What follows belongs to an exercise in optimizing a design on an open flow for small area, a short achievable clock period and few clock cycles; a production flow would make more cautious choices. The RTL was checked by simulation tests, not by an equivalence proof against the original design.

Setup of build 8:
// cor_convert
module cor_convert (
    input  wire         clk,
    input  wire         rst,
    input  wire         in_valid,
    output wire         in_ready,
    input  wire [31:0]  in_x,
    input  wire [31:0]  in_y,
    input  wire [31:0]  in_z,
    input  wire [31:0]  in_xmin,
    input  wire [31:0]  in_ymin,
    input  wire [23:0]  in_pitch_x,
    input  wire [23:0]  in_pitch_y,
    input  wire [31:0]  in_zgain,
    output reg          rd_en,
    output reg  [5:0]   rd_i,
    output reg  [5:0]   rd_j,
    input  wire [383:0] rd_data,
    output reg          out_valid,
    output reg  [23:0]  out_cx,
    output reg  [23:0]  out_cy,
    output reg  [23:0]  out_cz,
    output reg          out_clamp,
    output reg  [2:0]   out_sat
);
    reg [5:0] ph;                   
    reg       nrdy;                 
    reg       fp;                   
    reg       va, vb, v1, v2;       
    wire      ph0 = ph[0];
    wire      ph1 = ph[1];
    wire      ph2 = ph[2];
    wire      ph3 = ph[3];
    wire      ph4 = ph[4];
    wire      ph5 = ph[5];
    assign in_ready = ~nrdy;
    reg  [63:0] wx0, wy0, wx1, wy1;  
    reg  [23:0] px0, py0, px1, py1;
    reg  [25:0] p3x0, p3y0, p3x1, p3y1;    
    reg  [31:0] zr, zgr;
    reg  [3:0]  hx0, hy0, hx1, hy1;  
    reg         cl0, ex0, ey0, zx0, zy0, cl1, ex1, ey1, zx1, zy1;
    function [25:0] dstep4;
        input [23:0] rem;
        input [1:0]  b;
        input [23:0] p;
        input [25:0] p3;
        reg   [26:0] d1, d2, d3;
        begin
            d1 = {1'b0, rem, b} - {3'b000, p};
            d2 = {1'b0, rem, b} - {2'b00, p, 1'b0};
            d3 = {1'b0, rem, b} - {1'b0, p3};
            if (!d3[26])      dstep4 = {2'd3, d3[23:0]};
            else if (!d2[26]) dstep4 = {2'd2, d2[23:0]};
            else if (!d1[26]) dstep4 = {2'd1, d1[23:0]};
            else              dstep4 = {2'd0, rem[21:0], b};
        end
    endfunction
  ...
clock: 15.0 ns
lec_check: 0
cap_margin: 20
core_margin: 2
core_utilization: 50
setup_slack_margin: 5
slew_margin: 20
standard.sh (not shown) runs the stock make flow with config.mk's settings and CLKGATE_MAP_FILE= SYNTH_SCRIPT=/design/flow/synth_recipe.tcl, a recipe that flattens the netlist after the stock synthesis.
==> flow/flow/run.sh <==
#!/bin/bash
set -euo pipefail
bash standard.sh SETUP_SLACK_MARGIN=10.95 \
    "BUFFER_PORTS_ARGS=-buffer_cell sky130_fd_sc_hd__buf_2" finish > standard_make.log 2>&1
Testbench counts of build 8, summed over its fixed seeds: cycles 12,488.
Relative to build 8, the following input files were edited for trial 24:
==> flow/flow/run.sh <==
#!/bin/bash
set -euo pipefail
bash standard.sh SETUP_SLACK_MARGIN=10.8 \
    "BUFFER_PORTS_ARGS=-buffer_cell sky130_fd_sc_hd__buf_2" finish > standard_make.log 2>&1
## What came out
Trial 24 | status: complete | timing, DRC, antenna: pass. Sort trial 24 and build 8 by hold slack, descending, and build 8 comes first. Trial 24 vs build 8, fraction of met3 tracks used by global routing went up by 0.88 points. In the reports for trial 24 and build 8, the larger synthesis-to-layout area growth belongs to build 8. Compared with build 8, highest clock frequency the design can meet in trial 24 increased slightly.


red:
cor_convert, a different RTL version from the one above (not shown whole).
For scale: ~1400 flip-flops, roughly 720 I/O pins, ~120000 sq um of cells after synthesis.
clock: 15.0 ns
lec_check: 0
cap_margin: 20
core_margin: 2
core_utilization: 50
setup_slack_margin: 5
slew_margin: 20
==> flow/flow/run.sh <==
#!/bin/bash
set -euo pipefail
bash standard.sh SETUP_SLACK_MARGIN=10.8 \
    "BUFFER_PORTS_ARGS=-buffer_cell sky130_fd_sc_hd__buf_2" finish > standard_make.log 2>&1
red completed end to end with timing, DRC and antenna clean.
Testbench counts of red, summed over its fixed seeds: cycles 12,488.
Changes in blue relative to red:
==> flow/flow/run.sh <==
#!/bin/bash
set -euo pipefail
bash standard.sh SETUP_SLACK_MARGIN=10.8 finish > standard_make.log 2>&1
Notes after the runs:
- Compared with red, blue shows utilization higher by 1.4 points.
- Diff red -> blue: worst hold-check slack saw a decrease, number of buffer and inverter instances along the worst setup path now sits at about the same level, number of non-clock buffers in the layout fell by 2.1%, overall routed net length moved down.
- red has a lower area growth from synthesis to layout than blue.
- Relative to red, the post-route cell area measured on blue has increased by a few percent.
- Between red and blue, the post-synthesis share of cell area spent on full adders, half adders and majority gates does not differ in any meaningful way.


Starting RTL as in the previous note.
export LEC_CHECK = 0
export CAP_MARGIN = 20
export CORE_MARGIN = 2
export CORE_UTILIZATION = 50
export SETUP_SLACK_MARGIN = 5
export SLEW_MARGIN = 20
create_clock -name core_clock -period 15.0 [get_ports {clk}]
==> flow/flow/run.sh <==
#!/bin/bash
set -euo pipefail
bash standard.sh SETUP_SLACK_MARGIN=11.1 \
    "BUFFER_PORTS_ARGS=-buffer_cell sky130_fd_sc_hd__buf_2" finish > standard_make.log 2>&1
The starting point ran to the end with no violations.
Testbench counts at the start, summed over its fixed seeds: cycles 12,488.
Rerun with:
==> flow/flow/run.sh (replaced) <==
#!/bin/bash
set -euo pipefail
bash standard.sh SETUP_SLACK_MARGIN=10.5 finish > standard_make.log 2>&1
=>
- critical path depth rose by 18
- hold slack improves by 13 ps
- design area fell by 3.7%
- setup slack degrades by 130 ps
- die area stays the same
- first-iteration DRC count rose by 12%
- area after synthesis stays the same
- routed wire length fell by 5.7%


## the previous run
cor_convert, a different RTL version from the one above (not shown whole).
For scale: about 12000 cells after synthesis, about 720 I/O pins, ~0.11 mm^2 of cells after synthesis.
clock: 15.0 ns
lec_check: 0
cap_margin: 20
core_margin: 2
core_utilization: 50
setup_slack_margin: 5
slew_margin: 20
==> flow/flow/run.sh <==
#!/bin/bash
set -euo pipefail
bash standard.sh SETUP_SLACK_MARGIN=10.8 finish > standard_make.log 2>&1
Testbench counts of the previous run, summed over its fixed seeds: cycles 12,488.
--- input diff the previous run..the current run ---
==> flow/flow/run.sh <==
#!/bin/bash
set -euo pipefail
bash standard.sh SETUP_SLACK_MARGIN=10.8 \
    "BUFFER_PORTS_ARGS=-buffer_cell sky130_fd_sc_hd__buf_2" finish > standard_make.log 2>&1
### Flow results
Diff the previous run -> the current run: number of clock-tree buffers in the layout now sits lower, setup slack after layout now smaller, area growth from synthesis to layout decreased 2.8 points, logic depth of the worst setup path including buffers rose 1.

re-timing with driven ports:
In the flow no input, the clock included, has a driving cell. The finished layouts below were timed again as built, in two steps. Step 1, drivers: a clkbuf_16 drives clk and a buf_2 each remaining input, both assumed. Step 2 also shifts input and output timing later by t, the mid clock arrival at the registers, as if the neighbouring blocks saw the same clock. Three values: ideal, step 1, step 2; two values: the first two.
run	t, ns	setup WS [ns]	slew at the worst register clock pin (ns)	worst slew at a driven data input, ns	pins driven straight from the clock port
build 8	0.912	10.627 / 10.532 / 10.628	0.07 / 0.07	0.21	1
trial 24	0.941	10.663 / 10.557 / 10.442	0.07 / 0.07	0.23	1
red	0.933	10.502 / 10.502 / 10.035	0.07 / 0.07	0.29	1
blue	0.934	10.615 / 10.583 / 9.894	0.07 / 0.07	0.25	1
the first run of note 3	0.948	10.535 / 10.431 / 10.174	0.07 / 0.07	0.20	1
the second run of note 3	0.922	10.402 / 10.402 / 9.561	0.08 / 0.08	0.29	1
the previous run	0.928	10.554 / 10.452 / 10.063	0.07 / 0.07	0.20	1
the current run	0.942	10.473 / 10.375 / 10.507	0.07 / 0.07	0.21	1
After both steps every run listed still meets setup and hold. For the second run of note 3, which loses most, drivers alone change the setup slack by 0.000 ns; drivers and shift together by -0.841 ns.
